Source: an optimization exercise on an open RTL-to-GDS flow (aim: small area, a short achievable clock period and few clock cycles per item). Production flows keep margins and buffers that such runs may drop. At most, simulation tests tie the RTL to the original design; equivalence was not proved. Only the layout flow was run in run 7; the RTL was not checked for function there. Power is estimated from default activity; no workload was simulated.

### flow/flow/run.sh
#!/bin/bash
set -euo pipefail
sed "s/CLKGATE_MAP_FILE= /CLKGATE_MAP_FILE= SETUP_SLACK_MARGIN=6.3 'BUFFER_PORTS_ARGS=-buffer_cell sky130_fd_sc_hd__buf_2' /" standard.sh > standard_margin.sh
bash standard_margin.sh > make_flow.log 2>&1
### flow/standard.sh
#!/bin/bash
# synth_recipe.tcl (not shown) runs the flow's synth.tcl, then flattens the netlist and writes it again
# the make line also repeats each setting of config.mk as NAME=value (left out here)
make -C /OpenROAD-flow-scripts/flow DESIGN_CONFIG=/design/flow/config.mk WORK_HOME=/design/flow/orfs CLKGATE_MAP_FILE= SYNTH_SCRIPT=/design/flow/synth_recipe.tcl "${@:-finish}"
### flow/config.mk
export PLATFORM = sky130hd
export DESIGN_NAME = winnow_dec
export DESIGN_NICKNAME = winnow_dec
export VERILOG_FILES = /design/flow/design.v
export SDC_FILE = /design/flow/constraint.sdc
export NUM_CORES = 4
export LEC_CHECK = 0
export CAP_MARGIN = 20
export CORE_MARGIN = 2
export CORE_UTILIZATION = 40
export CTS_CLUSTER_DIAMETER = 80
export CTS_CLUSTER_SIZE = 24
export SLEW_MARGIN = 20
export TNS_END_PERCENT = 0
### flow/constraint.sdc
create_clock -name core_clock -period 10.0 [get_ports {clk}]
set_input_delay 2.0000 -clock core_clock [delete_from_list [all_inputs] [get_ports {clk}]]
set_output_delay 2.0000 -clock core_clock [all_outputs]
set_load 0.01 [all_outputs]
### flow/design.v
module winnow_dec (
    input  wire        clk,
    input  wire        rst,
    input  wire        in_valid,
    output wire        in_ready,
    input  wire [7:0]  in_data,
    input  wire [6:0]  in_n,
    output wire        out_valid,
    input  wire        out_ready,
    output wire [31:0] out_data,
    output wire        out_last
);
    localparam S_HDR  = 2'd0;      
    localparam S_FLAG = 2'd1;      
    localparam S_RAW  = 2'd2;      
    localparam S_BITS = 2'd3;      
    localparam D_CODE = 1'b0;      
    localparam D_ESC  = 1'b1;      
    reg [1:0]  st;
    reg        ds;
    reg [6:0]  n;
    reg [4:0]  kk;
    reg [2:0]  lgk;                
    reg        fc;
    reg [1:0]  mode;
    reg [6:0]  cnt;                
    reg [1:0]  wc;                 
    reg        warm;               
    reg [5:0]  ar;                 
    reg [1:0]  bi;                 
    reg        irdy;               
    reg [511:0] ring;              
    reg [5:0]  s;                  
    reg [7:0]  flag_c;
    reg [31:0] fbuf;               
    reg [1:0]  c2;                 
    reg        fok;                
    reg [39:0] W;                  
    reg [5:0]  bcnt;
    reg        le32;               
    reg [7:0]  ib;                 
    reg        ibv;
    reg        rdyb;               
    reg        more;               
    reg [6:0]  lbr;                
    reg [4:0]  qacc;               
    reg        uv;
    reg [23:0] u;                  
    reg        up1, up2;           
    reg [7:0]  uflag;
    reg        ulast;
    reg        ov;
    reg [31:0] out_word;
    reg        olast;
    reg [23:0] x2;
    wire [23:0] x1 = out_word[31:8];
    assign in_ready  = irdy;
    assign out_valid = ov;
    assign out_data  = out_word;
    assign out_last  = olast;
    wire s2go    = uv && (!ov || out_ready);
    wire s1_free = !uv || s2go;
    wire [7:0] tap     = ring[32*s[5:2] +: 8];
    wire       tap_cur = (s[1:0] == 2'd0);
    wire       flag_ok = fc || fok || tap_cur;
    wire [1:0] fslot   = c2 + s[1:0];
    wire in_hdr  = (st == S_HDR);
    wire in_flag = (st == S_FLAG);
    wire in_raw  = (st == S_RAW);
    wire in_bits = (st == S_BITS);
    wire in_fire = in_valid && irdy;
    wire fetch   = in_fire && in_bits;
    wire merge   = ibv && le32;
    wire raw4    = in_fire && in_raw && (bi == 2'd3);
    wire        ones8   = &W[7:0];                   
    wire        ones4   = &W[3:0];                   
    wire [1:0]  t2      = !W[0] ? 2'd0 : !W[1] ? 2'd1 : !W[2] ? 2'd2 : 2'd3;
    wire        zero_in = !ones4 && ({4'd0, t2} < bcnt);
    wire [6:0]  bk      = {1'b0, bcnt} + {2'b11, ~kk};   
    wire        fits    = !bk[6] && ({4'd0, t2} <= bk[5:0]);   
    wire        take8   = ones8 && (qacc <= 5'd24);
    wire        take4   = ones4 && (qacc <= 5'd28);
    wire        code_st = (ds == D_CODE) && !warm;
    wire [1:0]  tsel    = code_st ? t2 : 2'd0;
    wire [5:0]  c_code  = ar + {4'd0, tsel};
    wire [25:0] wsh    = W[26:1] >> t2;
    wire [22:0] kmask  = ~(23'h7FFFFF << kk);
    wire [22:0] low    = wsh[22:0] & kmask;
    wire [24:0] k1     = 25'd1 << kk;
    wire [24:0] qaccK  = {20'd0, qacc} << kk;
    wire [24:0] u_rice = qaccK | (t2[0] ? k1 : 25'd0) | (t2[1] ? {k1[23:0], 1'b0} : 25'd0) |
                         {2'd0, low};
    reg        go;                 
    reg        emit;
    reg        wait_bits;          
    reg [1:0]  csel;               
    reg [23:0] u_n;
    reg        warm_n;
    reg        ds_n;
    reg [4:0]  qacc_n;
    always @(*) begin
        go        = 1'b0;
        emit      = 1'b0;
        wait_bits = 1'b0;
        csel      = 2'd0;
        u_n       = u_rice[24:1] ^ {24{u_rice[0]}};
        warm_n    = 1'b0;
        ds_n      = ds;
        qacc_n    = qacc;
        if (ds == D_ESC) begin
            if (bcnt >= 6'd27) begin
                go     = 1'b1;
                emit   = 1'b1;
                u_n    = W[24:1] ^ {24{W[0]}};
                ds_n   = D_CODE;
            end else
                wait_bits = 1'b1;
        end else if (warm) begin
            if (bcnt >= 6'd24) begin
                go     = 1'b1;
                emit   = 1'b1;
                u_n    = W[23:0];
                warm_n = 1'b1;
            end else
                wait_bits = 1'b1;
        end else if (take8) begin
            go     = 1'b1;
            csel   = 2'd2;
            qacc_n = qacc + 5'd8;
            ds_n   = (qacc == 5'd24) ? D_ESC : D_CODE;
        end else if (take4) begin
            go     = 1'b1;
            csel   = 2'd1;
            qacc_n = qacc + 5'd4;
            ds_n   = (qacc == 5'd28) ? D_ESC : D_CODE;
        end else if (zero_in && fits) begin
            go     = 1'b1;
            emit   = 1'b1;
            qacc_n = 5'd0;
        end else
            wait_bits = 1'b1;
        if (!in_bits || (emit && !(s1_free && flag_ok))) begin
            go     = 1'b0;
            emit   = 1'b0;
            ds_n   = ds;
            qacc_n = qacc;
        end
        if (!in_bits)
            wait_bits = 1'b0;
    end
    wire [5:0]  c = (csel == 2'd2) ? 6'd8 : (csel == 2'd1) ? 6'd4 : c_code;
    wire last_code = (cnt == 7'd0);
    wire end_bits  = emit && last_code;
    wire [39:0] W_ins  = W | (merge ? ({32'd0, ib} << bcnt) : 40'd0);
    wire [5:0]  bpos   = bcnt - ar;
    wire [39:0] W_a    = (W >> ar) | (merge ? ({32'd0, ib} << bpos) : 40'd0);
    wire [39:0] W_sh   = (csel == 2'd2) ? (W_ins >> 8) :
                         (csel == 2'd1) ? (W_ins >> 4) : (W_a >> tsel);
    wire        direct = fetch && !ibv && wait_bits;
    wire [39:0] W_dir  = {32'd0, in_data} << bcnt;
    wire [39:0] W_next = go ? W_sh : (direct ? (W_ins | W_dir) : W_ins);
    wire [5:0]  bcnt_m = bcnt + (merge ? 6'd8 : 6'd0);
    wire [5:0]  bcnt_n = go ? (bcnt_m - c) : (direct ? bcnt + 6'd8 : bcnt_m);
    wire        le32_n = direct ? (bcnt <= 6'd24) :
                         ((bcnt_m <= 6'd32) || (go && c >= bcnt_m - 6'd32));
    wire [6:0]  cnt1    = (cnt == 7'd0) ? 7'd0 : cnt - 7'd1;
    wire [10:0] rest_sh = {4'd0, cnt1} << lgk;
    wire [5:0]  rest_lb = (rest_sh[10:6] != 5'd0) ? 6'd63 : rest_sh[5:0];
    wire [6:0]  held    = {1'b0, bcnt} + (ibv ? 7'd8 : 7'd0);
    wire        lb_a0   = held < lbr;
    wire        lb_a1   = (held + 7'd8) < lbr;
    wire        more_n  = wait_bits && !ibv && !fetch;
    wire        ibv_n  = in_bits && ((fetch && !direct) || (ibv && !merge));
    wire        rdyb_n = in_bits ? (more_n || (fetch ? lb_a1 : lb_a0)) : 1'b1;
    wire        le32_x = in_bits ? le32_n : 1'b1;
    wire        uv_n   = emit || (uv && !s2go);
    wire        ov_n   = s2go || raw4 || (ov && !out_ready);
    wire [1:0]  bi_n   = (in_fire && in_raw) ? bi + 2'd1 : (in_hdr ? 2'd0 : bi);
    wire        hdr_fire = in_hdr && in_fire;
    wire [1:0]  wc_n   = hdr_fire ? ((in_data[1:0] == 2'd3) ? 2'd0 : in_data[1:0]) :
                         (emit && warm_n) ? wc - 2'd1 : wc;
    wire [4:0]  kp1_n  = (hdr_fire ? in_data[7:3] : kk) + 5'd1;
    wire        ds_x   = hdr_fire ? D_CODE : ds_n;
    wire [5:0]  ar_n   = (ds_x == D_ESC) ? 6'd27 : (wc_n != 2'd0) ? 6'd24 : {1'b0, kp1_n};
    reg  [1:0]  st_n;
    always @(*) begin
        st_n = st;
        case (st)
            S_HDR:  if (in_fire) st_n = (in_data[1:0] == 2'd3) ? S_RAW : S_FLAG;
            S_FLAG: if (in_fire && (fc || last_code)) st_n = S_BITS;
            S_RAW:  if (raw4 && last_code) st_n = S_HDR;
            default: if (end_bits) st_n = S_HDR;
        endcase
    end
    reg  [1:0]  irdy_v;
    reg         fire_v, fetch_v, raw4_v, ibv_v, rdyb_v, s0_v;
    reg  [1:0]  bi_v, st_v;
    reg         ov_v;
    integer     vv;
    always @(*) begin
        for (vv = 0; vv < 2; vv = vv + 1) begin
            fire_v  = (vv == 1) && irdy;
            fetch_v = fire_v && in_bits;
            raw4_v  = fire_v && in_raw && (bi == 2'd3);
            ibv_v   = in_bits && ((fetch_v && !(!ibv && wait_bits)) || (ibv && !merge));
            rdyb_v  = in_bits ? ((wait_bits && !ibv && !fetch_v) || (fetch_v ? lb_a1 : lb_a0)) : 1'b1;
            ov_v    = s2go || raw4_v || (ov && !out_ready);
            bi_v    = (fire_v && in_raw) ? bi + 2'd1 : (in_hdr ? 2'd0 : bi);
            s0_v    = in_hdr || (in_flag && (fire_v || s == 6'd63));
            st_v    = st;
            case (st)
                S_HDR:  if (fire_v) st_v = (in_data[1:0] == 2'd3) ? S_RAW : S_FLAG;
                S_FLAG: if (fire_v && (fc || last_code)) st_v = S_BITS;
                S_RAW:  if (raw4_v && last_code) st_v = S_HDR;
                default: if (end_bits) st_v = S_HDR;
            endcase
            case (st_v)
                S_HDR:   irdy_v[vv] = 1'b1;
                S_FLAG:  irdy_v[vv] = (in_hdr ? in_data[2] : fc) || s0_v;
                S_RAW:   irdy_v[vv] = !uv_n && (bi_v != 2'd3 || !ov_v);
                default: irdy_v[vv] = rdyb_v && (!ibv_v || le32_x);
            endcase
        end
    end
    wire irdy_n = in_valid ? irdy_v[1] : irdy_v[0];
    wire [23:0] e  = u;
    wire [23:0] pa = (x1 & {24{up1}}) | ({x1[22:0], 1'b0} & {24{up2}});
    wire [23:0] pb = ~x2 & {24{up2}};
    wire        pc = up2;
    wire [23:0] cs_s = e ^ pa ^ pb;
    wire [23:0] cs_c = (e & pa) | (e & pb) | (pa & pb);
    wire [23:0] x    = cs_s + {cs_c[22:0], pc};
    always @(posedge clk) begin
        ring <= {ring[503:0], (in_fire && in_flag) ? in_data : ring[511:504]};
    end
    always @(posedge clk) begin
        fbuf[8*fslot +: 8] <= tap;
        if (fetch && !direct)
            ib <= in_data;
        if (s2go) begin
            out_word <= {x, uflag};
            olast    <= ulast;
            x2       <= x1;
        end else if (raw4) begin
            out_word <= {in_data, u[23:0]};
            olast    <= last_code;
        end
        if (emit) begin
            u     <= u_n;
            up1   <= !warm_n && (mode == 2'd1);
            up2   <= !warm_n && (mode == 2'd2);
            uflag <= fc ? flag_c : tap_cur ? tap : fbuf[8*c2 +: 8];
            ulast <= last_code;
        end else if (in_fire && in_raw) begin
            u[8*bi +: 8] <= in_data;
        end
    end
    always @(posedge clk) begin
        if (rst) begin
            st    <= S_HDR;
            irdy  <= 1'b1;
            ds    <= D_CODE;
            n     <= 7'd1;
            kk    <= 5'd0;
            lgk   <= 3'd0;
            fc    <= 1'b0;
            mode  <= 2'd0;
            cnt   <= 7'd0;
            wc    <= 2'd0;
            warm  <= 1'b0;
            ar    <= 6'd1;
            bi    <= 2'd0;
            s     <= 6'd0;
            flag_c <= 8'd0;
            c2    <= 2'd0;
            fok   <= 1'b0;
            W     <= 40'd0;
            bcnt  <= 6'd0;
            le32  <= 1'b1;
            ibv   <= 1'b0;
            rdyb  <= 1'b0;
            lbr   <= 7'd0;
            more  <= 1'b0;
            qacc  <= 5'd0;
            uv    <= 1'b0;
            ov    <= 1'b0;
        end else begin
            st   <= st_n;
            irdy <= irdy_n;
            ov   <= ov_n;
            uv   <= uv_n;
            bi   <= bi_n;
            W    <= in_bits ? W_next : 40'd0;
            bcnt <= in_bits ? bcnt_n : 6'd0;
            le32 <= le32_x;
            ibv  <= ibv_n;
            more <= in_bits && more_n;
            rdyb <= rdyb_n;
            lbr  <= {2'd0, kk} + {1'b0, rest_lb} + 7'd1;
            ds   <= ds_n;
            wc   <= wc_n;
            warm <= (wc_n != 2'd0);
            ar   <= ar_n;
            qacc <= qacc_n;
            case (st)
                S_HDR: begin
                    s <= 6'd0;
                    if (in_fire) begin
                        n    <= in_n;
                        cnt  <= in_n - 7'd1;
                        kk   <= in_data[7:3];
                        lgk  <= (in_data[7:3] >= 5'd15) ? 3'd4 :
                                (in_data[7:3] >= 5'd7)  ? 3'd3 :
                                (in_data[7:3] >= 5'd3)  ? 3'd2 :
                                (in_data[7:3] >= 5'd1)  ? 3'd1 : 3'd0;
                        fc   <= in_data[2];
                        mode <= in_data[1:0];
                        ds   <= D_CODE;
                        qacc <= 5'd0;
                    end
                end
                S_FLAG: begin
                    c2  <= 2'd0;
                    fok <= 1'b0;
                    if (in_fire) begin
                        flag_c <= in_data;
                        cnt    <= cnt - 7'd1;
                        if (fc || last_code) begin
                            cnt <= n - 7'd1;
                            s   <= n[5:0] - 6'd1;
                        end
                    end else begin
                        s <= s + 6'd1;
                    end
                end
                S_RAW: begin
                    if (raw4)
                        cnt <= cnt - 7'd1;
                end
                default: begin  
                    s <= emit ? s : s + 6'd1;
                    if (tap_cur)
                        fok <= 1'b1;
                    if (emit)
                        c2 <= c2 + 2'd1;
                    if (emit) begin
                        cnt <= cnt - 7'd1;
                    end
                end
            endcase
        end
    end
endmodule
==> results.txt, run 1 <==
Max Slew Vio Count - 0
hold worst-path end - ring[58]
DR vias/cell - 5.936
Clock Latency Late Sink - 0.64 ns
CTS Buf Count - 45
Top-Level Pins - 54
Port Buffers - 53
Final nets - 3584
clock power share - 0.303
H-tree levels - 2
status - no timing/DRC/antenna violations
count leader, synth - dfxtp_1
R2R setup slack - 6.25 ns
Crit Reg-Reg Endpoint - W[18]
via count - 27370
Area contributors post-synth - dfxtp_1 38%, edfxtp_1 8.7%, mux4_2 6.4%, nand2_1 4.0%, a21oi_1 3.4%
fin util - 0.4578
final WL - 109700 um
Setup crit end kind - flop
asr flop ratio synth - 0
crit path DAT - 4.27 ns
GRT Total Usage - 0.2350
TritonCTS Sinks - 762
core region area - 85410 um2
Worst VDD drop - 180.6 uV
vias in the first global route - 25750
max_cap viols - 0
TNS Setup - 0 ns
top cells by count, synth - 662 x dfxtp_1, 366 x nand2_1, 233 x a21oi_1
final non-filler cell total - 4611
number of synthesized register bits - 762
Startpoint Class - primary input
fraction of layout cells with a size suffix above 1 - 0.1665
wire per inst - 23.79 um
Final Instance Area - 39100 um2
Crit Path Category - in2reg
Reg2Reg Depth - 14
cell taking the most area after synthesis - dfxtp_1
met1 Use GR - 0.3274
# rows - 107
CTS root buffer - clkbuf_16
placed inst area - 35680 um2
syn nets - 3574
antenna violations before repair - 6
Syn Area/Cell - 10.07 um2
Hold Path Depth - 0
Rel. slew slack - 0.1656
synthesized netlist cell count - 3435
first-pass GRT wire length - 162000 um
pin count of the biggest net entering global routing - 70
Area growth syn-to-layout - 13.06%
M3 GR Usage - 0.04200
prevailing post-synth register cell - dfxtp_1
die width - 298.0 um
clock transition at the registers of the reported paths - 0.09 ns
Pleak - 15.22 nW
Combinational Power Share - 0.188
Inst Count DP - 4453
post-synthesis sequential area ratio - 0.4700
Post-synth EDFFs - 100
pre-CTS WS - 4.678 ns
CP required - 10.52 ns
worst-path fanout max - 15
Placer Congestion - 1.038
met2 Use GR - 0.3540
total power - 6.553 mW
RSZ-0062 raised after global routing - true
die area - 88830 um2
die height - 298.0 um
hold_sp - ring[50]
clk_skew - 0.05019 ns
net switching power - 1.931 mW
Worst Hold Class - reg2reg
Least-Margin Pin Slew - 1.240 ns
Net Sw Frac - 0.2946
sequential power share - 0.509
TritonCTS clock tree - done
maximum clock insertion buffer count - 3
DR iter-0 viols - 2977
HPWL after DPL - 74490 um
starting density of the core - 0.4049
GRT overflow - 0
global route hottest layer - met2
worst reg2reg path startpoint - kk[0]
Final ANT Viol Nets - 0
Setup Viol. Count Final - 0
Synth top area share - 0.3832
Mapped Area - 34580 um2
P_int - 4.622 mW
PD cells - 167.6 nW/um2
min Tclk post-route - 3.748 ns
DRC Markers - 0
Max Fclk - 266.8 MHz
crit share post-route - 0.3748
first-pass iteration count of the detailed router - 8
Unique masters post-synth - 98
WHS - 0.3004 ns
Ys Warns - 1
worst setup margin - 6.252 ns
final hold vios - 0
CTS Hold Bufs - 0
-- registers in the layout, summed over array words and instances, names as in the netlist, 7 cells and up --
| signal | cells |
|---|---|
| W | 40 |
| cnt | 7 |
| fbuf | 32 |
| flag_c | 8 |
| ib | 8 |
| lbr | 7 |
| n | 7 |
| out_word | 32 |
| ring | 512 |
| u | 24 |
| uflag | 8 |
| x2 | 24 |
-- worst max-delay path by stage --
stage	slack, ns	to	cells after the start	start
final	6.25	W[6]	8	in_data[6]
after global routing	6.19	out_word[29]	14	up2
after CTS	6.09	W[18]	15	bcnt[0]
after detailed placement	4.68	bcnt[5]	18	W[2]
after global placement	4.71	bcnt[5]	18	W[2]
after floorplan	5.99	W[10]	15	ar[1]
-- cell families after synthesis --
group           after synthesis  share of synthesized area
flops                       762                     0.4700
simple gates                893                     0.1179
xor+xnor                    117                    0.02985
fa+ha+maj                   121                    0.05000
buf+inv                     418                    0.05032
compound gates              895                     0.1724
mux                         229                     0.1095
-- final cells by class --
type / count / area [um2]
Multi-Input combinational cell: 2255 / 17320
Tap cell: 1144 / 1431
Antenna cell: 1 / 2.502
Inverter: 183 / 728.2
Clock inverter: 18 / 252.7
Fill cell: 8197 / 46310
Clock buffer: 50 / 1186
Sequential cell: 762 / 16310
Timing Repair Buffer: 198 / 1868
-- repair_timing --
item | 4_1_cts | 5_1_grt
endpoints found under the setup margin | 164 | 140
pin swaps | 7 | 36
setup buffers | 17 | 55
cloned | 3 | 14
resized for setup | 98 | 166
-- power by group through the flow --
stage	clock network, mW	logic [mW]	registers, mW
finish	1.99	1.23	3.34
global route	2.14	1.33	3.36
CTS	2.04	1.10	3.34
detailed placement	0	1.07	3.41
global placement	0	1.07	3.40
floorplan	0	0.831	3.35
-- critical path, cell delays in order --
cell and delay (ns):
buf_2 0.30, mux2i_1 0.28, mux2i_1 0.14, nand2_1 0.10
a21boi_0 0.75, o21ai_0 0.25, o21ai_0 0.35, a21oi_1 0.08
-- cells in the final DEF (no fill, tap or decap), drive strengths merged, types with 14 or more instances in the layout --
| master | n |
|---|---|
| a31oi | 23 |
| a22o | 15 |
| inv | 184 |
| ha | 91 |
| nand4 | 15 |
| a21oi | 235 |
| nand2b | 54 |
| o21ai | 204 |
| fa | 29 |
| o211ai | 24 |
| o221ai | 20 |
| xnor2 | 46 |
| and2 | 17 |
| buf | 184 |
| a221oi | 48 |
| nor2 | 205 |
| dfxtp | 662 |
| mux2i | 93 |
| a21o | 28 |
| xor2 | 71 |
| and3 | 16 |
| nor2b | 28 |
| nor3b | 14 |
| o22ai | 50 |
| nand2 | 367 |
| edfxtp | 100 |
| mux4 | 113 |
| nor3 | 70 |
| a211oi | 46 |
| mux2 | 23 |
| clkbuf | 61 |
| a222oi | 26 |
| nand3 | 67 |
| a22oi | 41 |
-- routing by layer --
| metal | part of all wire | vias to the layer above |
|---|---|---|
| met4 | 0.055 | 10 |
| met3 | 0.085 | 330 |
| li1 | - | 12440 |
| met2 | 0.43 | 1278 |
| met1 | 0.43 | 13310 |
| met5 | 0.00055 | - |
Testbench counts, summed over its fixed seeds: cycles 35,752, blocks 320.
==> run 2, diff against run 1 <==
--- a/flow/config.mk
+++ b/flow/config.mk
@@ -12,3 +12,4 @@
 export CTS_CLUSTER_SIZE = 24
+export PLACE_DENSITY = 0.75
 export SLEW_MARGIN = 20
-export TNS_END_PERCENT = 0
+export TNS_END_PERCENT = 5
==> run 2 against run 1 <==
  * Still clean on timing, DRC and antenna
  * Global-route usage is 0.21 points lower
  * Total power is 0.89% lower
  * Core utilization is 0.29 points lower
  * Clock power is 4% lower
  * Cell area is 0.63% lower
  * Sequential power hardly changed
  * Routed wire length is 0.47% lower
  * First-iteration DRC count is 6.1% higher
  * Critical path type unchanged
==> results.txt, run 2 <==
antenna violations before repair - 2 (-4)
die width - 298.0 um (unchanged)
Adder-Cell Fraction of Synth Area - 0.05000 (unchanged)
critical path depth - 8 (unchanged)
Top-Level Pins - 54 (unchanged)
DR vias/cell - 5.950 (+0.23%)
compound-gate portion of the synthesized area - 0.1724 (unchanged)
# rows - 107 (unchanged)
Worst Hold Class - reg2reg
TNS Setup - 0 ns (unchanged)
CTS Hold Bufs - 0 (unchanged)
CP delay by family, top - simple AND/OR/NAND/NOR gates
pre-CTS WS - 4.639 ns (-0.03834 ns)
clock transition at the registers of the reported paths - 0.10 ns (about the same)
asr flop ratio synth - 0 (unchanged)
DRC Markers - 0 (unchanged)
Final Instance Area - 38850 um2 (-0.63%)
Area contributors post-synth - dfxtp_1 38%, edfxtp_1 8.7%, mux4_2 6.4%, nand2_1 4.0%, a21oi_1 3.4%
max FFs per register - 512 (unchanged)
Startpoint Class - primary input
commonest non-fill, non-tap cell in the layout - dfxtp_1
syn nets - 3574 (unchanged)
# fillers - 7899 (-3.6%)
Post-synth EDFFs - 100 (unchanged)
wire per inst - 23.81 um (about the same)
starting density of the core - 0.4049 (unchanged)
pin count of the biggest net entering global routing - 70 (unchanged)
top cells by count, synth - 662 x dfxtp_1, 366 x nand2_1, 233 x a21oi_1
CP required - 10.53 ns (about the same)
Crit Reg-Reg Endpoint - W[1]
largest family of logic cells by synthesized area - compound AO/OA/AOI/OAI gates
Top reg by flops - ring
GRT overflow - 0 (unchanged)
placed inst area - 35640 um2 (-0.11%)
post-synthesis sequential area ratio - 0.4700 (unchanged)
cell taking the most area after synthesis - dfxtp_1
vias in the first global route - 25370 (-1.5%)
max_cap viols - 0 (unchanged)
GRT Total Usage - 0.2329 (-0.002101)
PD cells - 167.1 nW/um2 (-0.26%)
RSZ-0062 raised after global routing - true
R2R setup slack - 6.25 ns (about the same)
Rel. slew slack - 0.2503 (+0.08469)
worst setup path startpoint - in_valid
prevailing post-synth register cell - dfxtp_1
Worst VDD drop - 186.4 uV (+3.2%)
HPWL after DPL - 73920 um (-0.76%)
crit path DAT - 4.29 ns (+0.02 ns)
clk_skew - 0.02461 ns (-0.02557 ns)
count leader, synth - dfxtp_1
Final ANT Viol Nets - 0 (unchanged)
Unique masters post-synth - 98 (unchanged)
die height - 298.0 um (unchanged)
Crit Path Category - in2reg
status - no timing/DRC/antenna violations
Setup crit end kind - flop
Area growth syn-to-layout - 12.35%
Syn Area/Cell - 10.07 um2 (unchanged)
worst reg2reg path startpoint - ar[0]
Setup Viol. Count Final - 0 (unchanged)
CTS Buf Count - 43 (-4.4%)
hold_sp - ring[254]
crit path cell chain - buf_2 > nand2_1 > nor2_1 > and4_2 > nand2_1 > o21ai_0 > o21ai_0 > nor2_1
simple-gate share of the synthesized area - 0.1179 (unchanged)
Mapped Area - 34580 um2 (unchanged)
mux contribution to synthesized area - 0.1095 (unchanged)
Max Slew Vio Count - 0 (unchanged)
maximum clock insertion buffer count - 3 (unchanged)
final WL - 109200 um (-0.47%)
crit path buf inv count - 1 (unchanged)
first-pass iteration count of the detailed router - 9 (+1)
Max Fclk - 266.5 MHz (-0.12%)
Reg2Reg Depth - 10 (-4)
Antenna diodes - 0 (-1)
synthesized netlist cell count - 3435 (unchanged)
final non-filler cell total - 4586 (-0.54%)
Least-Margin Pin Slew - 1.125 ns (-0.1156 ns)
TritonCTS Sinks - 762 (unchanged)
Placer Congestion - 1.024 (-1.4%)
core region area - 85410 um2 (unchanged)
fraction of layout cells with a size suffix above 1 - 0.1572 (-0.009298)
Worst Setup EP - W[7]
slowest stage cell, crit path - and4_2
Pleak - 15.08 nW (-0.87%)
first-pass GRT wire length - 160300 um (-1.0%)
Synth Area in XOR/XNOR - 0.02985 (unchanged)
Final nets - 3564 (-0.56%)
commonest non-fill, non-tap cells in the layout - 644 x dfxtp_1, 359 x nand2_1, 222 x a21oi_1
final hold vios - 0 (unchanged)
CTS root buffer - clkbuf_16
Port Buffers - 53 (unchanged)
die area - 88830 um2 (unchanged)
number of synthesized register bits - 762 (unchanged)
worst setup margin - 6.247 ns (-0.004430 ns)
H-tree levels - 2 (unchanged)
min Tclk post-route - 3.753 ns (+0.004430 ns)
via count - 27290 (-0.31%)
Regs by FF count - ring: 512 flops, W: 40 flops
DR iter-0 viols - 3159 (+6.1%)
crit share post-route - 0.3753 (+0.0004430)
Inst Count DP - 4448 (-0.11%)
Synth top area share - 0.3832 (unchanged)
Clock Latency Late Sink - 0.63 ns (about the same)
TritonCTS clock tree - done
Ys Warns - 1 (unchanged)
worst-path fanout max - 14 (-1)
slowest stage delay, CP - 0.54 ns (-0.21 ns)
-- run 2: metrics by stage --
stage,total power [mW],hold WS (ns),util
global route,6.749,0.3177,0.4549
detailed placement,4.467,0.3121,0.4173
finish,6.495,0.3144,0.4549
global placement,4.448,0.3101,0.4173
floorplan,4.181,0.3096,-
CTS,6.418,0.3092,0.4427
-- run 2: area by class of cell --
cell class	instances	area (um2)	share of cell area
timing repair buffer	180	1703	0.04383
multi-input combinational	2255	17370	0.4470
clock buffer	45	1084	0.02789
tap	1144	1431	0.03684
inverter	183	730.7	0.01881
sequential	762	16290	0.4193
clock inverter	17	249.0	0.006408
-- run 2: worst reg2reg max path, cell delays in order, from the launching register on --
cell      delay, ns
dfxtp_2        0.52
buf_16         0.35
mux4_1         0.75
mux2i_1        0.33
o221ai_1       0.18
a221oi_2       0.42
o21ai_1        0.27
o21ai_2        0.29
a221oi_1       0.15
a221oi_2       0.27
nor2_1         0.08
-- run 2: cell families (layout without fill, tap and decap cells) --
group | Yosys count | after routing
flip-flops | 762 | 762
multiplexers | 229 | 229
AO/OA/AOI/OAI | 895 | 895
XOR/XNOR | 117 | 117
adder cells (fa/ha/maj) | 121 | 121
AND/OR/NAND/NOR | 893 | 893
buffers and inverters | 418 | 425
-- run 2: metal layers --
layer / up-vias / global-route usage / wire length [um]
met3: 301 / 0.03201 / 8575
met1: 13260 / 0.3173 / 45550
met2: 1343 / 0.3676 / 49130
li1: 12370 / - / -
met5: - / 0 / 24
met4: 4 / 0.1067 / 5921
-- run 2: how the worst min path moves through the flow --
| stage | to | slack (ns) | cells past startpoint |
|---|---|---|---|
| after floorplan | ring[100] | 0.31 | 0 |
| after global placement | ring[322] | 0.31 | 0 |
| after detailed placement | ring[165] | 0.31 | 0 |
| after CTS | ring[356] | 0.31 | 0 |
| after global routing | ring[356] | 0.32 | 0 |
| final | ring[262] | 0.31 | 0 |
-- run 2: repair_timing --
action	CTS	global route
endpoints found under the setup margin	164	138
buffers inserted	21	40
pin swaps	12	30
gates cloned	5	10
gates resized for setup	134	115
-- run 2: power by group --
| part | switching, mW | leakage, nW | total, mW | internal, mW |
|---|---|---|---|---|
| sequential | 0.102 | 6.28 | 3.34 | 3.24 |
| clock | 1.08 | 0.652 | 1.91 | 0.830 |
| combinational | 0.751 | 8.15 | 1.24 | 0.491 |
| total | 1.93 | 15.1 | 6.49 | 4.56 |
==> run 3, diff against run 2 <==
--- a/flow/config.mk
+++ b/flow/config.mk
@@ -7,2 +7,3 @@
 export LEC_CHECK = 0
+export ABC_AREA = 1
 export CAP_MARGIN = 20
@@ -12,3 +13,2 @@
 export CTS_CLUSTER_SIZE = 24
-export PLACE_DENSITY = 0.75
 export SLEW_MARGIN = 20
==> run 3 against run 2 <==
  * Still clean on timing, DRC and antenna
  * Die area rose by 0.97%
  * Synthesized cell count rose by 30%
  * Total power rose by 40%
  * Sequential power rose by 7.5%
  * First-iteration DRC count rose by 17%
  * Clock power rose by 2%
  * Worst setup slack got worse by 0.10 ns
  * Area after synthesis rose by 0.98%
  * Combinational power rose to 2.8 times the previous value
==> results.txt, run 3 <==
status - no timing/DRC/antenna violations
Pleak - 16.17 nW (+7.2%)
Least-Margin Pin Slew - 1.138 ns (+0.01335 ns)
fraction of layout cells with a size suffix above 1 - 0.08699 (-0.07019)
Seq. cell area - 16280 um2 (about the same)
CTS Buf Count - 43 (unchanged)
Startpoint Class - primary input
TNS Setup - 0 ns (unchanged)
Area contributors post-synth - dfxtp_1 38%, nand2_1 10%, edfxtp_1 8.6%, o21ai_0 6.4%, inv_1 4.8%
global route hottest layer - met2
clock transition at the registers of the reported paths - 0.09 ns (about the same)
Rel. slew slack - 0.2406 (-0.009715)
# rows - 108 (+0.93%)
Synth top area share - 0.3795 (-0.003721)
crit share post-route - 0.3853 (+0.01003)
Syn Area/Cell - 7.816 um2 (-22%)
worst setup margin - 6.147 ns (-0.1003 ns)
count leader, synth - nand2_1
WHS - 0.3132 ns (-0.001184 ns)
die width - 299.5 um (+0.48%)
Port Buffers - 53 (unchanged)
DR vias/cell - 5.516 (-7.3%)
Final nets - 4594 (+29%)
# fillers - 8709 (+10%)
M3 GR Usage - 0.03776 (+0.005748)
Crit Path Category - in2reg
asr flop ratio synth - 0 (unchanged)
pin count of the biggest net entering global routing - 76 (+8.6%)
core region area - 86620 um2 (+1.4%)
die height - 299.5 um (+0.48%)
first-pass GRT wire length - 167300 um (+4.3%)
post-synthesis sequential area ratio - 0.4655 (-0.004564)
Top reg by flops - ring
clk_skew - 0.03326 ns (+0.008646 ns)
wire per inst - 19.98 um (-16%)
maximum clock insertion buffer count - 3 (unchanged)
number of synthesized register bits - 762 (unchanged)
first-pass iteration count of the detailed router - 6 (-3)
commonest non-fill, non-tap cells in the layout - 960 x nand2_1, 651 x dfxtp_1, 440 x inv_1
commonest non-fill, non-tap cell in the layout - nand2_1
Setup Viol. Count Final - 0 (unchanged)
crit path DAT - 4.40 ns (+0.11 ns)
H-tree levels - 2 (unchanged)
Regs by FF count - ring: 512 flops, W: 40 flops
RSZ-0062 raised after global routing - true
vias in the first global route - 28160 (+11%)
via count - 31050 (+14%)
top cells by count, synth - 965 x nand2_1, 662 x dfxtp_1, 450 x inv_1
DR iter-0 viols - 3688 (+17%)
DRC Markers - 0 (unchanged)
Mapped Area - 34920 um2 (+0.98%)
Worst Hold Class - reg2reg
Max Slew Vio Count - 0 (unchanged)
syn nets - 4607 (+29%)
Setup crit end kind - flop
prevailing post-synth register cell - dfxtp_1
CP required - 10.55 ns (+0.02 ns)
met2 Use GR - 0.3654 (-0.002143)
Area growth syn-to-layout - 10.59%
met1 Use GR - 0.3348 (+0.01742)
Ys Warns - 1 (unchanged)
GRT overflow - 0 (unchanged)
starting density of the core - 0.4032 (-0.001712)
Post-synth EDFFs - 100 (unchanged)
pre-CTS WS - 4.908 ns (+0.2684 ns)
antenna violations before repair - 8 (+6)
Max Fclk - 259.6 MHz (-2.6%)
Worst VDD drop - 150.6 uV (-19%)
multi-input logic area - 16230 um2 (-6.5%)
worst-path fanout max - 5 (-9)
total power - 9.061 mW (+40%)
die area - 89690 um2 (+0.97%)
CTS root buffer - clkbuf_16
Placer Congestion - 1.031 (+0.69%)
cell taking the most area after synthesis - dfxtp_1
PD cells - 234.6 nW/um2 (+40%)
max FFs per register - 512 (unchanged)
CTS Hold Bufs - 0 (unchanged)
final WL - 112500 um (+3.0%)
GRT Total Usage - 0.2380 (+0.005118)
Unique masters post-synth - 65 (-34%)
HPWL after DPL - 78270 um (+5.9%)
Top-Level Pins - 54 (unchanged)
Final ANT Viol Nets - 0 (unchanged)
final hold vios - 0 (unchanged)
R2R setup slack - 6.38 ns (+0.13 ns)
TritonCTS Sinks - 762 (unchanged)
min Tclk post-route - 3.853 ns (+0.1003 ns)
Clock Latency Late Sink - 0.62 ns (about the same)
TritonCTS clock tree - done
synthesized netlist cell count - 4468 (+30%)
max_cap viols - 0 (unchanged)
-- run 3: worst max-delay path, stage by stage --
cell     delay, ns
buf_2         0.28
inv_1         0.28
o21ai_0       0.31
o21ai_0       0.28
mux2i_1       0.33
nand2_1       0.20
o22ai_1       0.37
a22oi_1       0.13
a21oi_1       0.20
-- run 3: logic make-up (layout without fill, tap and decap cells) --
logic type               after synthesis  count (layout)  synth area share
AND/OR/NAND/NOR                     1746            1751            0.2100
AO/OA/AOI/OAI                       1049            1049            0.1740
flip-flops                           762             762            0.4655
buffers and inverters                704             703           0.07911
adder cells (fa/ha/maj)              120             120           0.04923
XOR/XNOR                              77              77           0.01931
multiplexers                          10              10          0.002866
other                                  0               1                 0
-- run 3: routing by layer --
layer  vias to the layer above  share of wire
met5                         -        0.00094
li1                      14850              -
met2                      1380           0.43
met1                     14490           0.44
met3                       321          0.084
met4                        12          0.048
-- run 3: cell type report --
class                      instances  area share
inverter                         475     0.04860
clock inverter                    17    0.007808
antenna                            1  0.00006479
clock buffer                      45     0.02806
timing repair buffer             160     0.03515
timing repair inverter             6    0.001004
sequential                       762      0.4216
tap                             1155     0.03742
multi-input combinational       3007      0.4203
-- run 3: where the power goes --
group,total (mW),switching [mW],internal (mW)
Clock,1.95,1.08,0.872
Combinational,3.51,2.47,1.04
Sequential,3.59,0.174,3.42
Total,9.06,3.73,5.34
-- run 3: stage by stage --
step / area (um2) / util / instances
global placement: 35990 / 0.4155 / 5487
floorplan: 34930 / - / 4468
CTS: 37670 / 0.4349 / 5567
detailed placement: 35990 / 0.4155 / 5487
global route: 38620 / 0.4458 / 5627
finish: 38620 / 0.4459 / 5628
-- run 3: what timing repair did --
action / 4_1_cts / 5_1_grt
gates cloned: 6 / 13
setup buffers: 12 / 47
pin swaps: 4 / 18
endpoints found under the setup margin: 197 / 159
resized for setup: 54 / 102
-- run 3: path summary, 6_finish.rpt --
path / end / cells after the start / from
max: W[22] / 9 / in_data[2]
min: ring[101] / 0 / ring[93]
max reg2reg: out_word[26] / 17 / up2
min reg2reg: ring[101] / 0 / ring[93]
==> run 4, diff against run 3 <==
--- a/flow/config.mk
+++ b/flow/config.mk
@@ -7,3 +7,2 @@
 export LEC_CHECK = 0
-export ABC_AREA = 1
 export CAP_MARGIN = 20
==> run 4 against run 3 <==
  * Hold slack lost 0.013 ns
  * Sequential share of layout area decreased by 0.44 points
  * Largest cell class is now multi-input gates
  * Critical path depth grew 1
  * Core utilization increased by 1.2 points
  * Total power fell by 28%
  * Maximum frequency is 4.1% higher
==> results.txt, run 4 <==
Post-synth EDFFs - 100 (unchanged)
top cells by count, synth - 662 x dfxtp_1, 366 x nand2_1, 233 x a21oi_1
starting density of the core - 0.4049 (+0.001712)
fraction of layout cells with a size suffix above 1 - 0.1648 (+0.07781)
core region area - 85410 um2 (-1.4%)
Final nets - 3583 (-22%)
DRC Markers - 0 (unchanged)
RSZ-0062 raised after global routing - true
crit share post-route - 0.3701 (-0.01515)
Hold Path Depth - 0 (unchanged)
crit path buf inv count - 1 (-1)
TNS Setup - 0 ns (unchanged)
via count - 27400 (-12%)
Worst VDD drop - 180.6 uV (+20%)
hold worst-path end - ring[162]
synthesized netlist cell count - 3435 (-23%)
Top reg by flops - ring
die area - 88830 um2 (-0.96%)
Clock Latency Late Sink - 0.64 ns (+0.02 ns)
clock transition at the registers of the reported paths - 0.09 ns (about the same)
max_cap viols - 0 (unchanged)
pin count of the biggest net entering global routing - 70 (-7.9%)
wire per inst - 23.89 um (+20%)
Regs by FF count - ring: 512 flops, W: 40 flops
Rel. slew slack - 0.2238 (-0.01682)
clk_skew - 0.04979 ns (+0.01653 ns)
PD cells - 167.8 nW/um2 (-28%)
Max Slew Vio Count - 0 (unchanged)
vias in the first global route - 26020 (-7.6%)
syn nets - 3574 (-22%)
Startpoint Class - primary input
TritonCTS clock tree - done
slowest stage delay, CP - 0.70 ns (+0.33 ns)
Synth top area share - 0.3832 (+0.003721)
Combinational Power Share - 0.189 (-0.199)
Setup Viol. Count Final - 0 (unchanged)
Placer Congestion - 1.038 (+0.69%)
CP delay by family, top - compound AO/OA/AOI/OAI gates
worst-path fanout max - 15 (+10)
CP required - 10.49 ns (-0.06 ns)
# rows - 107 (-0.93%)
CTS root buffer - clkbuf_16
total power - 6.561 mW (-28%)
DR iter-0 viols - 2912 (-21%)
maximum clock insertion buffer count - 3 (unchanged)
H-tree levels - 2 (unchanged)
GRT Total Usage - 0.2405 (+0.002460)
min Tclk post-route - 3.701 ns (-0.1515 ns)
Worst Hold Class - reg2reg
Net Sw Frac - 0.2946 (-0.1166)
critical path depth - 10 (+1)
cell taking the most area after synthesis - dfxtp_1
commonest non-fill, non-tap cell in the layout - dfxtp_1
Reg2Reg Depth - 14 (-3)
Syn Area/Cell - 10.07 um2 (+29%)
count leader, synth - dfxtp_1
worst reg2reg path startpoint - bcnt[0]
Area contributors post-synth - dfxtp_1 38%, edfxtp_1 8.7%, mux4_2 6.4%, nand2_1 4.0%, a21oi_1 3.4%
TritonCTS Sinks - 762 (unchanged)
Final ANT Viol Nets - 0 (unchanged)
max FFs per register - 512 (unchanged)
P_int - 4.629 mW (-13%)
slowest stage cell, crit path - a21boi_0
Area growth syn-to-layout - 13.04%
antenna violations before repair - 8 (unchanged)
DR vias/cell - 5.943 (+7.7%)
HPWL after DPL - 74490 um (-4.8%)
crit path DAT - 4.20 ns (-0.20 ns)
Unique masters post-synth - 98 (+51%)
Pleak - 15.25 nW (-5.7%)
asr flop ratio synth - 0 (unchanged)
net switching power - 1.933 mW (-48%)
Crit Reg-Reg Endpoint - W[18]
post-synthesis sequential area ratio - 0.4700 (+0.004564)
number of synthesized register bits - 762 (unchanged)
Max Fclk - 270.2 MHz (+4.1%)
crit path cell chain - buf_2 > mux2i_1 > mux2i_1 > nand2_1 > a21boi_0 > o22ai_1 > nand2_1 > a21oi_1 > a31oi_1 > nor2_1
Least-Margin Pin Slew - 1.154 ns (+0.01582 ns)
Ys Warns - 1 (unchanged)
sequential power share - 0.508 (+0.111)
commonest non-fill, non-tap cells in the layout - 639 x dfxtp_1, 357 x nand2_1, 219 x a21oi_1
GRT overflow - 0 (unchanged)
first-pass GRT wire length - 165200 um (-1.3%)
CTS Buf Count - 45 (+4.7%)
Crit Path Category - in2reg
die width - 298.0 um (-0.48%)
status - no timing/DRC/antenna violations
prevailing post-synth register cell - dfxtp_1
final WL - 110100 um (-2.1%)
die height - 298.0 um (-0.48%)
Top-Level Pins - 54 (unchanged)
clock power share - 0.303 (+0.087)
final hold vios - 0 (unchanged)
Setup crit end kind - flop
Mapped Area - 34580 um2 (-0.97%)
first-pass iteration count of the detailed router - 10 (+4)
Port Buffers - 53 (unchanged)
hold_sp - ring[154]
R2R setup slack - 6.31 ns (-0.07 ns)
## run 4: cell types whose count changed after synthesis, moves of 41 or more
| cell | before | now |
|---|---|---|
| nand3_1 | 328 | 67 |
| mux4_2 | 0 | 99 |
| o21ai_0 | 445 | 197 |
| nand2b_1 | 0 | 54 |
| nand2_1 | 965 | 366 |
| mux2i_1 | 10 | 93 |
| inv_1 | 450 | 174 |
| o22ai_1 | 96 | 48 |
| nor2_1 | 330 | 203 |
| o211ai_1 | 65 | 24 |
| nor3_1 | 26 | 69 |
## run 4: power groups by stage
stage	Sequential [mW]	Clock, mW	Combinational, mW
floorplan	3.35	0	0.831
global placement	3.40	0	1.07
detailed placement	3.41	0	1.07
CTS	3.34	2.04	1.13
global route	3.35	2.14	1.34
finish	3.33	1.99	1.24
## run 4: what timing repair did
item | in CTS | in global routing
gates cloned | 12 | 5
buffers inserted | 32 | 39
hold buffers | 0 | 0
gates resized for setup | 127 | 116
endpoints found under the setup margin | 164 | 92
pin swaps | 11 | 28
## run 4: final cells by class
type	instances	area (um2)
multi-input cells	2255	17260
fillers	8195	46320
clock inverters	18	252.7
well taps	1144	1431
flip-flops and latches	762	16310
inverters	183	735.7
clock buffers	50	1186
repair buffers	197	1922
diodes	1	2.502
## run 4: cells by family after synthesis
logic type | share of synthesized area
compound gates | 0.1724
xor+xnor | 0.02985
fa+ha+maj | 0.05000
buf+inv | 0.05032
flops | 0.4700
mux | 0.1095
simple gates | 0.1179
## run 4: how the worst max path moves through the flow
| stage | startpoint | end | slack [ns] |
|---|---|---|---|
| after detailed placement | W[2] | bcnt[5] | 4.68 |
| after global placement | W[2] | bcnt[5] | 4.71 |
| after CTS | up2 | out_word[31] | 6.11 |
| after global routing | bcnt[0] | W[13] | 6.20 |
| after floorplan | ar[1] | W[10] | 5.99 |
| final | in_data[6] | W[38] | 6.30 |
## run 4: layer usage
layer	global-route usage	vias to the layer above	share of wire
met3	0.04798	332	0.086
met5	0	-	0.00070
li1	-	12440	-
met2	0.3642	1330	0.43
met4	0.1097	12	0.054
met1	0.3311	13290	0.43
## run 4: stage by stage
step	setup WS, ns	instances	hold slack, ns	cell area, um2	util
2_1_floorplan	5.986	3435	0.3096	34590	-
6_report	6.299	4610	0.3007	39090	0.4577
3_5_place_dp	4.678	4453	0.3121	35680	0.4177
4_1_cts	6.107	4565	0.3054	38220	0.4475
3_3_place_gp	4.707	4453	0.3100	35680	0.4177
5_1_grt	6.195	4610	0.3127	39090	0.4577
==> run 5, diff against run 4 <==
--- a/flow/config.mk
+++ b/flow/config.mk
@@ -10,4 +10,4 @@
 export CORE_UTILIZATION = 40
-export CTS_CLUSTER_DIAMETER = 80
-export CTS_CLUSTER_SIZE = 24
+export CTS_CLUSTER_DIAMETER = 90
+export CTS_CLUSTER_SIZE = 27
 export SLEW_MARGIN = 20
==> run 5 against run 4 <==
  * Maximum frequency decreased by 3.3%
  * Final cell count decreased by 0.28%
  * Clock skew increased by 0.0058 ns
  * Synthesized cell count unchanged
  * Sequential power about the same
  * Total power decreased by 2.4%
  * Combinational power about the same
  * Worst setup slack got worse by 0.12 ns
  * Register-to-register slack got worse by 0.14 ns
  * Critical endpoint is now W[19]
==> results.txt, run 5 <==
post-synthesis sequential area ratio - 0.4700 (unchanged)
number of synthesized register bits - 762 (unchanged)
crit path DAT - 4.32 ns (+0.12 ns)
Worst VDD drop - 138.3 uV (-23%)
worst-path fanout max - 42 (+27)
Max Slew Vio Count - 0 (unchanged)
Setup crit end kind - flop
maximum clock insertion buffer count - 3 (unchanged)
via count - 27280 (-0.44%)
clk_skew - 0.05561 ns (+0.005819 ns)
Placer Congestion - 1.038 (unchanged)
fraction of layout cells with a size suffix above 1 - 0.1611 (-0.003678)
first-pass iteration count of the detailed router - 8 (-2)
Mapped Area - 34580 um2 (unchanged)
status - no timing/DRC/antenna violations
final WL - 110100 um (about the same)
CP delay by family, top - simple AND/OR/NAND/NOR gates
CTS root buffer - clkbuf_16
DR vias/cell - 5.934 (-0.16%)
slowest stage cell, crit path - or4_4
pin count of the biggest net entering global routing - 70 (unchanged)
Least-Margin Pin Slew - 1.241 ns (+0.08706 ns)
GRT Total Usage - 0.2397 (-0.0008154)
crit share post-route - 0.3826 (+0.01244)
Area growth syn-to-layout - 12.67%
# rows - 107 (unchanged)
Ys Warns - 1 (unchanged)
Post-synth EDFFs - 100 (unchanged)
crit path buf inv count - 3 (+2)
RSZ-0062 raised after global routing - true
final hold vios - 0 (unchanged)
Synth top area share - 0.3832 (unchanged)
Final nets - 3576 (-0.20%)
prevailing post-synth register cell - dfxtp_1
wire per inst - 23.95 um (+0.25%)
commonest non-fill, non-tap cells in the layout - 643 x dfxtp_1, 357 x nand2_1, 219 x a21oi_1
max_cap viols - 0 (unchanged)
clock transition at the registers of the reported paths - 0.11 ns (+0.02 ns)
die height - 298.0 um (unchanged)
slowest stage delay, CP - 0.59 ns (-0.11 ns)
H-tree levels - 2 (unchanged)
Worst Hold Class - reg2reg
Startpoint Class - flop
die width - 298.0 um (unchanged)
Crit Path Category - reg2reg
Top reg by flops - ring
synthesized netlist cell count - 3435 (unchanged)
Port Buffers - 53 (unchanged)
Top-Level Pins - 54 (unchanged)
Clock Latency Late Sink - 0.63 ns (about the same)
die area - 88830 um2 (unchanged)
Rel. slew slack - 0.1652 (-0.05857)
Pleak - 15.15 nW (-0.70%)
cell taking the most area after synthesis - dfxtp_1
core region area - 85410 um2 (unchanged)
first-pass GRT wire length - 164800 um (-0.21%)
GRT overflow - 0 (unchanged)
TNS Setup - 0 ns (unchanged)
top cells by count, synth - 662 x dfxtp_1, 366 x nand2_1, 233 x a21oi_1
Final Instance Area - 38970 um2 (-0.32%)
starting density of the core - 0.4049 (unchanged)
# fillers - 8202 (+0.085%)
Syn Area/Cell - 10.07 um2 (unchanged)
fin util - 0.4562 (-0.001479)
Final ANT Viol Nets - 0 (unchanged)
TritonCTS clock tree - done
CP required - 10.49 ns (about the same)
count leader, synth - dfxtp_1
Max Fclk - 261.4 MHz (-3.3%)
syn nets - 3574 (unchanged)
Setup Viol. Count Final - 0 (unchanged)
min Tclk post-route - 3.826 ns (+0.1244 ns)
Unique masters post-synth - 98 (unchanged)
Regs by FF count - ring: 512 flops, W: 40 flops
crit path cell chain - clkinvlp_4 > ha_4 > inv_2 > fa_1 > ha_1 > nor2b_4 > o2111ai_2 > nor4_4 > or4_4 > a221o_1 > buf_12 > a221oi_1 > o221ai_1 > and3_1
TritonCTS Sinks - 762 (unchanged)
placed inst area - 35680 um2 (unchanged)
commonest non-fill, non-tap cell in the layout - dfxtp_1
antenna violations before repair - 8 (unchanged)
DR iter-0 viols - 3151 (+8.2%)
DRC Markers - 0 (unchanged)
Area contributors post-synth - dfxtp_1 38%, edfxtp_1 8.7%, mux4_2 6.4%, nand2_1 4.0%, a21oi_1 3.4%
asr flop ratio synth - 0 (unchanged)
vias in the first global route - 26010 (-0.027%)
max FFs per register - 512 (unchanged)
HPWL after DPL - 74490 um (unchanged)
CTS Buf Count - 40 (-11%)
PD cells - 164.3 nW/um2 (-2.1%)
-- run 5: cell counts after synthesis --
Identical to the previous run, type by type.
-- run 5: final cells by class --
| type | count | area, um2 | share of cell area |
|---|---|---|---|
| repair buffers | 195 | 1932 | 0.04958 |
| well taps | 1144 | 1431 | 0.03673 |
| flip-flops and latches | 762 | 16300 | 0.4184 |
| diodes | 2 | 5.005 | 0.0001284 |
| inverters | 183 | 737.0 | 0.01891 |
| multi-input cells | 2255 | 17310 | 0.4441 |
| clock buffers | 41 | 1005 | 0.02578 |
| clock inverters | 15 | 249.0 | 0.006390 |
-- run 5: kinds of logic (layout without fill, tap and decap cells) --
| family | count (synthesis) | in the layout | synth area share |
|---|---|---|---|
| fa+ha+maj | 121 | 121 | 0.05000 |
| buf+inv | 418 | 434 | 0.05032 |
| flops | 762 | 762 | 0.4700 |
| xor+xnor | 117 | 117 | 0.02985 |
| compound gates | 895 | 895 | 0.1724 |
| mux | 229 | 229 | 0.1095 |
| simple gates | 893 | 893 | 0.1179 |
| other cells | 0 | 2 | 0 |
-- run 5: per-stage QoR --
stage          setup slack [ns]  hold slack, ns  std cells  total power, mW
2_1_floorplan             5.986          0.3096       3435            4.181
3_3_place_gp              4.707          0.3100       4453            4.473
3_5_place_dp              4.678          0.3121       4453            4.475
4_1_cts                   6.196          0.3086       4553            6.341
5_1_grt                   6.113          0.3180       4596            6.675
6_report                  6.174          0.3142       4597            6.403
-- run 5: power by group --
group / total (mW) / leakage [nW] / switching, mW / internal, mW
logic: 1.24 / 8.26 / 0.747 / 0.488
clock network: 1.83 / 0.599 / 1.06 / 0.775
registers: 3.34 / 6.29 / 0.0978 / 3.24
-- run 5: repair_timing --
item                       in CTS  in global routing
setup endpoints to repair     164                103
pin swaps                      14                 37
cloned                         12                  7
resized for setup             145                111
buffers inserted               32                 34
hold buffers                    0                  0
-- run 5: worst paths after layout --
check	start	endpoint	slack, ns	cells past startpoint
hold / removal	ring[489]	ring[497]	0.31	0
setup reg to reg	kk[0]	W[19]	6.17	14
setup / recovery	kk[0]	W[19]	6.17	14
hold reg to reg	ring[489]	ring[497]	0.31	0
-- run 5: layer usage --
layer	up-vias	track usage	wire (um)
met5	-	0	68
met4	12	0.1046	5539
met3	311	0.04798	9576
met2	1315	0.3643	47390
met1	13230	0.3306	47530
li1	12410	-	-
==> run 6, diff against run 5 <==
--- a/flow/design.v
+++ b/flow/design.v
@@ -153,3 +153,5 @@
     wire end_bits  = emit && last_code;
-    wire [39:0] W_ins  = W | (merge ? ({32'd0, ib} << bcnt) : 40'd0);
+    wire        direct = fetch && !ibv && wait_bits;
+    wire [7:0]  ins_b  = ibv ? ib : in_data;
+    wire [39:0] W_ins  = W | ((merge || direct) ? ({32'd0, ins_b} << bcnt) : 40'd0);
     wire [5:0]  bpos   = bcnt - ar;
@@ -158,5 +160,3 @@
                          (csel == 2'd1) ? (W_ins >> 4) : (W_a >> tsel);
-    wire        direct = fetch && !ibv && wait_bits;
-    wire [39:0] W_dir  = {32'd0, in_data} << bcnt;
-    wire [39:0] W_next = go ? W_sh : (direct ? (W_ins | W_dir) : W_ins);
+    wire [39:0] W_next = go ? W_sh : W_ins;
     wire [5:0]  bcnt_m = bcnt + (merge ? 6'd8 : 6'd0);
--- a/flow/config.mk
+++ b/flow/config.mk
@@ -10,4 +10,4 @@
 export CORE_UTILIZATION = 40
-export CTS_CLUSTER_DIAMETER = 90
-export CTS_CLUSTER_SIZE = 27
+export CTS_CLUSTER_DIAMETER = 80
+export CTS_CLUSTER_SIZE = 24
 export SLEW_MARGIN = 20
==> run 6 against run 5 <==
  * Still clean
  * Worst setup slack improved by 0.11 ns
  * Critical path depth decreased by 5
  * Non-clock buffer count decreased by 5
  * Total power is 19% higher
  * Largest cell class unchanged
  * Highest routed layer unchanged
==> results.txt, run 6 <==
CTS Buf Count - 41 (+2.5%)
post-synthesis sequential area ratio - 0.4757 (+0.005627)
prevailing post-synth register cell - dfxtp_1
Final ANT Viol Nets - 0 (unchanged)
final non-filler cell total - 4489 (-2.3%)
Top-Level Pins - 54 (unchanged)
Inst Count DP - 4339 (-2.6%)
PD cells - 196.7 nW/um2 (+20%)
status - no timing/DRC/antenna violations
die width - 296.3 um (-0.58%)
Placer Congestion - 0.9587 (-7.6%)
maximum clock insertion buffer count - 3 (unchanged)
Worst VDD drop - 157.3 uV (+14%)
DR iter-0 viols - 2716 (-14%)
syn nets - 3456 (-3.3%)
worst reg2reg path startpoint - bcnt[2]
Synth top area share - 0.3878 (+0.004588)
crit path cell chain - buf_4 > mux2_2 > o21ai_0 > o21a_1 > mux2i_1 > a21oi_2 > nor3_1 > o31ai_1 > a41oi_1
clock transition at the registers of the reported paths - 0.10 ns (about the same)
final WL - 100100 um (-9.1%)
Pleak - 14.88 nW (-1.8%)
crit path DAT - 4.19 ns (-0.13 ns)
Crit Path Category - in2reg
top cells by count, synth - 662 x dfxtp_1, 288 x nand2_1, 195 x a21oi_1
Area growth syn-to-layout - 13.05%
HPWL after DPL - 67170 um (-9.8%)
TritonCTS Sinks - 762 (unchanged)
Port Buffers - 53 (unchanged)
Ys Warns - 1 (unchanged)
max_cap viols - 0 (unchanged)
Area contributors post-synth - dfxtp_1 39%, edfxtp_1 8.8%, mux4_2 6.9%, ha_1 3.3%, nand2_1 3.2%
Crit Reg-Reg Endpoint - W[14]
RSZ-0062 raised after global routing - true
wire per inst - 22.31 um (-6.9%)
Reg2Reg Depth - 11 (-3)
GRT overflow - 0 (unchanged)
DRC Markers - 0 (unchanged)
crit share post-route - 0.3720 (-0.01056)
# rows - 107 (unchanged)
commonest non-fill, non-tap cells in the layout - 650 x dfxtp_1, 278 x nand2_1, 182 x a21oi_1
Regs by FF count - ring: 512 flops, W: 40 flops
starting density of the core - 0.4026 (-0.002266)
Max Fclk - 268.8 MHz (+2.8%)
first-pass GRT wire length - 150800 um (-8.5%)
R2R setup slack - 6.34 ns (+0.17 ns)
fraction of layout cells with a size suffix above 1 - 0.1804 (+0.01932)
H-tree levels - 2 (unchanged)
count leader, synth - dfxtp_1
TNS Setup - 0 ns (unchanged)
synthesized netlist cell count - 3317 (-3.4%)
Top reg by flops - ring
Startpoint Class - primary input
Setup crit end kind - flop
DR vias/cell - 5.826 (-1.8%)
vias in the first global route - 24750 (-4.8%)
asr flop ratio synth - 0 (unchanged)
Unique masters post-synth - 103 (+5.1%)
Post-synth EDFFs - 100 (unchanged)
commonest non-fill, non-tap cell in the layout - dfxtp_1
antenna violations before repair - 10 (+2)
Max Slew Vio Count - 0 (unchanged)
number of synthesized register bits - 762 (unchanged)
Hold Path Depth - 0 (unchanged)
Clock Latency Late Sink - 0.63 ns (about the same)
CTS Hold Bufs - 0 (unchanged)
hold_sp - ring[106]
die area - 87790 um2 (-1.2%)
slowest stage delay, CP - 0.40 ns (-0.19 ns)
pin count of the biggest net entering global routing - 71 (+1.4%)
hold worst-path end - ring[114]
Syn Area/Cell - 10.30 um2 (+2.3%)
min Tclk post-route - 3.720 ns (-0.1056 ns)
TritonCTS clock tree - done
GRT Total Usage - 0.2214 (-0.01824)
Setup Viol. Count Final - 0 (unchanged)
Mapped Area - 34180 um2 (-1.2%)
cell taking the most area after synthesis - dfxtp_1
Rel. slew slack - 0.3703 (+0.2051)
via count - 26150 (-4.1%)
core region area - 84880 um2 (-0.63%)
CTS root buffer - clkbuf_16
final hold vios - 0 (unchanged)
clk_skew - 0.05182 ns (-0.003793 ns)
max FFs per register - 512 (unchanged)
first-pass iteration count of the detailed router - 8 (unchanged)
Least-Margin Pin Slew - 0.9373 ns (-0.3034 ns)
Worst Hold Class - reg2reg
Final nets - 3464 (-3.1%)
die height - 296.3 um (-0.58%)
slowest stage cell, crit path - a21oi_2
worst-path fanout max - 12 (-71%)
CP required - 10.47 ns (-0.02 ns)
## run 6: repair_timing
| item | 4_1_cts | 5_1_grt |
|---|---|---|
| buffers inserted | 30 | 46 |
| resized for setup | 156 | 140 |
| pin swaps | 21 | 52 |
| setup endpoints to repair | 179 | 117 |
| gates cloned | 6 | 4 |
## run 6: per-layer routing
metal  track usage  part of all wire  vias to the layer above
met5             0           0.00065                        -
met4       0.09165             0.046                       10
met3       0.03601             0.080                      249
met2        0.3421              0.44                     1151
met1        0.3083              0.43                    12680
li1              -                 -                    12060
## run 6: kinds of logic (layout without fill, tap and decap cells)
logic type                 Yosys count  count (layout)  share of synthesized area
AOI/OAI and AO/OA                  868             869                     0.1724
and+or+nand+nor                    791             791                     0.1076
DFF                                762             762                     0.4757
xor gates and xnor gates           115             115                    0.02969
muxes                              251             251                     0.1147
buffers and inverters              408             432                    0.04902
adders and majority gates          122             122                    0.05089
other                                0               3                          0
## run 6: how the worst max path moves through the flow
stage                           from  endpoint  depth (start not counted)
after floorplan             in_valid     ar[3]                          8
after global placement          W[0]      W[2]                         13
after detailed placement        W[0]      W[2]                         13
after CTS                    bcnt[0]     W[11]                         14
after global routing          cnt[2]    lbr[5]                         15
final                     in_data[5]     W[24]                          9
## run 6: worst max-delay path, delay by kind of cell
kind	cells	cell delay, ns
multiplexers	2	0.51
AND/OR/NAND/NOR	1	0.14
buffers and inverters	1	0.20
AO/OA/AOI/OAI	5	1.32
## run 6: through the flow
stage	area (um2)	hold slack (ns)	utilization	power, mW	worst slack [ns]
after floorplan	34190	0.3096	-	4.936	5.966
final	38640	0.3112	0.4552	7.601	6.280
after global placement	35290	0.3097	0.4158	5.438	4.792
after CTS	37560	0.3118	0.4425	7.432	6.259
after detailed placement	35290	0.3121	0.4158	5.447	4.692
after global routing	38630	0.3208	0.4551	7.961	6.169
## run 6: cell type report
class	instances	area (um2)
Tap cell	1144	1431
Inverter	182	724.4
Multi-Input combinational cell	2148	17180
Sequential cell	762	16280
Clock inverter	13	173.9
Antenna cell	3	7.507
Clock buffer	47	1090
Fill cell	7947	46240
Timing Repair Buffer	190	1748
## run 6: report_power, final
part / internal, mW / switching [mW] / leakage [nW] / total (mW)
logic: 0.909 / 1.38 / 7.98 / 2.29
registers: 3.33 / 0.143 / 6.28 / 3.48
clock network: 0.811 / 1.02 / 0.616 / 1.83
total: 5.05 / 2.55 / 14.9 / 7.60
Testbench counts of run 6, summed over its fixed seeds: cycles 35,752, blocks 320.
==> run 7, diff against run 6 <==
--- a/flow/design.v
+++ b/flow/design.v
@@ -74,3 +74,2 @@
     wire raw4    = in_fire && in_raw && (bi == 2'd3);
-    wire        ones8   = &W[7:0];                   
     wire        ones4   = &W[3:0];                   
@@ -80,4 +79,2 @@
     wire        fits    = !bk[6] && ({4'd0, t2} <= bk[5:0]);   
-    wire        take8   = ones8 && (qacc <= 5'd24);
-    wire        take4   = ones4 && (qacc <= 5'd28);
     wire        code_st = (ds == D_CODE) && !warm;
@@ -95,3 +92,3 @@
     reg        wait_bits;          
-    reg [1:0]  csel;               
+    reg        ones;               
     reg [23:0] u_n;
@@ -104,3 +101,3 @@
         wait_bits = 1'b0;
-        csel      = 2'd0;
+        ones      = 1'b0;
         u_n       = u_rice[24:1] ^ {24{u_rice[0]}};
@@ -125,10 +122,5 @@
                 wait_bits = 1'b1;
-        end else if (take8) begin
+        end else if (ones4) begin
             go     = 1'b1;
-            csel   = 2'd2;
-            qacc_n = qacc + 5'd8;
-            ds_n   = (qacc == 5'd24) ? D_ESC : D_CODE;
-        end else if (take4) begin
-            go     = 1'b1;
-            csel   = 2'd1;
+            ones   = 1'b1;
             qacc_n = qacc + 5'd4;
@@ -150,3 +142,3 @@
     end
-    wire [5:0]  c = (csel == 2'd2) ? 6'd8 : (csel == 2'd1) ? 6'd4 : c_code;
+    wire [5:0]  c = ones ? 6'd4 : c_code;
     wire last_code = (cnt == 7'd0);
@@ -158,4 +150,3 @@
     wire [39:0] W_a    = (W >> ar) | (merge ? ({32'd0, ib} << bpos) : 40'd0);
-    wire [39:0] W_sh   = (csel == 2'd2) ? (W_ins >> 8) :
-                         (csel == 2'd1) ? (W_ins >> 4) : (W_a >> tsel);
+    wire [39:0] W_sh   = ones ? (W_ins >> 4) : (W_a >> tsel);
     wire [39:0] W_next = go ? W_sh : W_ins;
==> run 7 against run 6 <==
  * Clock skew down 0.0033 ns
  * Final cell count down 4.2%
  * Still clean
  * First-iteration DRC count up 3.3%
  * Maximum frequency down 3.6%
  * Clock-buffer cell count unchanged
  * Non-clock buffer count down 4
  * Highest routed layer unchanged
  * Largest power group unchanged
  * Sequential share of layout area up 1.2 points
  * Global-route usage down 0.48 points
==> results.txt, run 7 <==
CP delay by family, top - compound AO/OA/AOI/OAI gates
Max Fclk - 259.2 MHz (-3.6%)
crit path DAT - 4.35 ns (+0.16 ns)
HPWL after DPL - 64300 um (-4.3%)
Regs by FF count - ring: 512 flops, W: 40 flops
syn nets - 3321 (-3.9%)
core region area - 82110 um2 (-3.3%)
Top reg by flops - ring
clock power share - 0.308 (+0.067)
PD cells - 169.6 nW/um2 (-14%)
R2R setup slack - 6.24 ns (-0.10 ns)
Area contributors post-synth - dfxtp_1 40%, edfxtp_1 9.0%, mux4_2 7.9%, nand2_1 3.4%, ha_1 3.4%
highest metal used - met5
number of synthesized register bits - 762 (unchanged)
slowest stage delay, CP - 0.54 ns (+0.14 ns)
Setup Viol. Count Final - 0 (unchanged)
pre-CTS WS - 4.752 ns (+0.05917 ns)
commonest non-fill, non-tap cell in the layout - dfxtp_1
DR iter-0 viols - 2805 (+3.3%)
met3 WL - 7251 um (-9.5%)
net switching power - 1.823 mW (-28%)
TNS Setup - 0 ns (unchanged)
min Tclk post-route - 3.858 ns (+0.1384 ns)
worst-path fanout max - 13 (+1)
Ys Warns - 1 (unchanged)
CTS root buffer - clkbuf_16
status - no timing/DRC/antenna violations
max FFs per register - 512 (unchanged)
multi-input logic area - 16060 um2 (-6.5%)
cell taking the most area after synthesis - dfxtp_1
via count - 24890 (-4.8%)
Final nets - 3346 (-3.4%)
asr flop ratio synth - 0 (unchanged)
total power - 6.374 mW (-16%)
Top-Level Pins - 54 (unchanged)
final WL - 95900 um (-4.2%)
fraction of layout cells with a size suffix above 1 - 0.1791 (-0.001373)
Worst Hold Class - reg2reg
P_int - 4.551 mW (-9.9%)
Inst Count DP - 4147 (-4.4%)
Mapped Area - 33190 um2 (-2.9%)
Synth top area share - 0.3993 (+0.01149)
prevailing post-synth register cell - dfxtp_1
Post-synth EDFFs - 100 (unchanged)
die height - 292.1 um (-1.4%)
Least-Margin Pin Slew - 1.081 ns (+0.1441 ns)
placed inst area - 34380 um2 (-2.6%)
Crit Path Category - in2reg
synthesized netlist cell count - 3184 (-4.0%)
run 7: changes by cell type in the layout (fill, tap and decap cells not counted), sizes merged, moves of 14 or more:
cell and change:
a211oi +18, a222oi -24, mux2i -20, xor2 -27
o21ai -47, xnor2 +14, nor2 +20, nand3 -22
a21oi -20
run 7: path summary, 6_finish.rpt:
path | startpoint | to | cells after the start
setup / recovery | in_data[1] | W[4] | 9
hold / removal | ring[123] | ring[131] | 0
setup reg to reg | ar[0] | W[6] | 13
hold reg to reg | ring[123] | ring[131] | 0
run 7: what timing repair did:
action / 4_1_cts / 5_1_grt
resized for setup: 88 / 137
gates cloned: 10 / 5
buffers inserted: 28 / 43
setup endpoints to repair: 155 / 137
pin swaps: 6 / 36
hold buffers: 0 / 0
run 7: cell type report:
class                   count  area share
multi-input cells        2034      0.4273
inverters                 179     0.01987
well taps                1070     0.03562
clock buffers              47     0.02986
clock inverters            18    0.007789
flip-flops and latches    762      0.4333
repair buffers            186     0.04540
diodes                      4   0.0002663
repair inverters            2   0.0005659
run 7: power by group through the flow:
stage / registers [mW] / clock network, mW / logic [mW]
2_1_floorplan: 3.33 / 0 / 0.747
4_1_cts: 3.29 / 2.01 / 1.03
5_1_grt: 3.31 / 2.12 / 1.21
3_5_place_dp: 3.36 / 0 / 0.985
6_report: 3.29 / 1.96 / 1.12
3_3_place_gp: 3.36 / 0 / 0.982
run 7: kinds of logic (layout without fill, tap and decap cells):
family | after synthesis | after routing | share of synthesized area
AO/OA/AOI/OAI | 774 | 774 | 0.1575
XOR/XNOR | 102 | 102 | 0.02692
adder cells (fa/ha/maj) | 119 | 119 | 0.05134
buffers and inverters | 388 | 432 | 0.04595
flip-flops | 762 | 762 | 0.4897
multiplexers | 231 | 231 | 0.1148
other | 0 | 4 | 0
AND/OR/NAND/NOR | 808 | 808 | 0.1138
run 7: through the flow:
step	hold WS, ns	util
6_report	0.3196	0.4578
5_1_grt	0.3242	0.4578
4_1_cts	0.3148	0.4462
3_3_place_gp	0.3101	0.4186
3_5_place_dp	0.3121	0.4187
2_1_floorplan	0.3096	-
run 7: routing by layer:
| layer | vias to the layer above | GRT usage |
|---|---|---|
| met2 | 1062 | 0.3348 |
| met5 | - | 0 |
| met1 | 12030 | 0.2974 |
| li1 | 11540 | - |
| met4 | 6 | 0.09027 |
| met3 | 250 | 0.04125 |

Re-timed with assumed drivers on the ports (clkbuf_16 on the clock, buf_2 on other inputs), run 7 has 6.178 ns of setup slack against 6.142 ns with ideal ports, and 5.511 ns once port delays also move by the mid clock arrival of 0.667 ns.
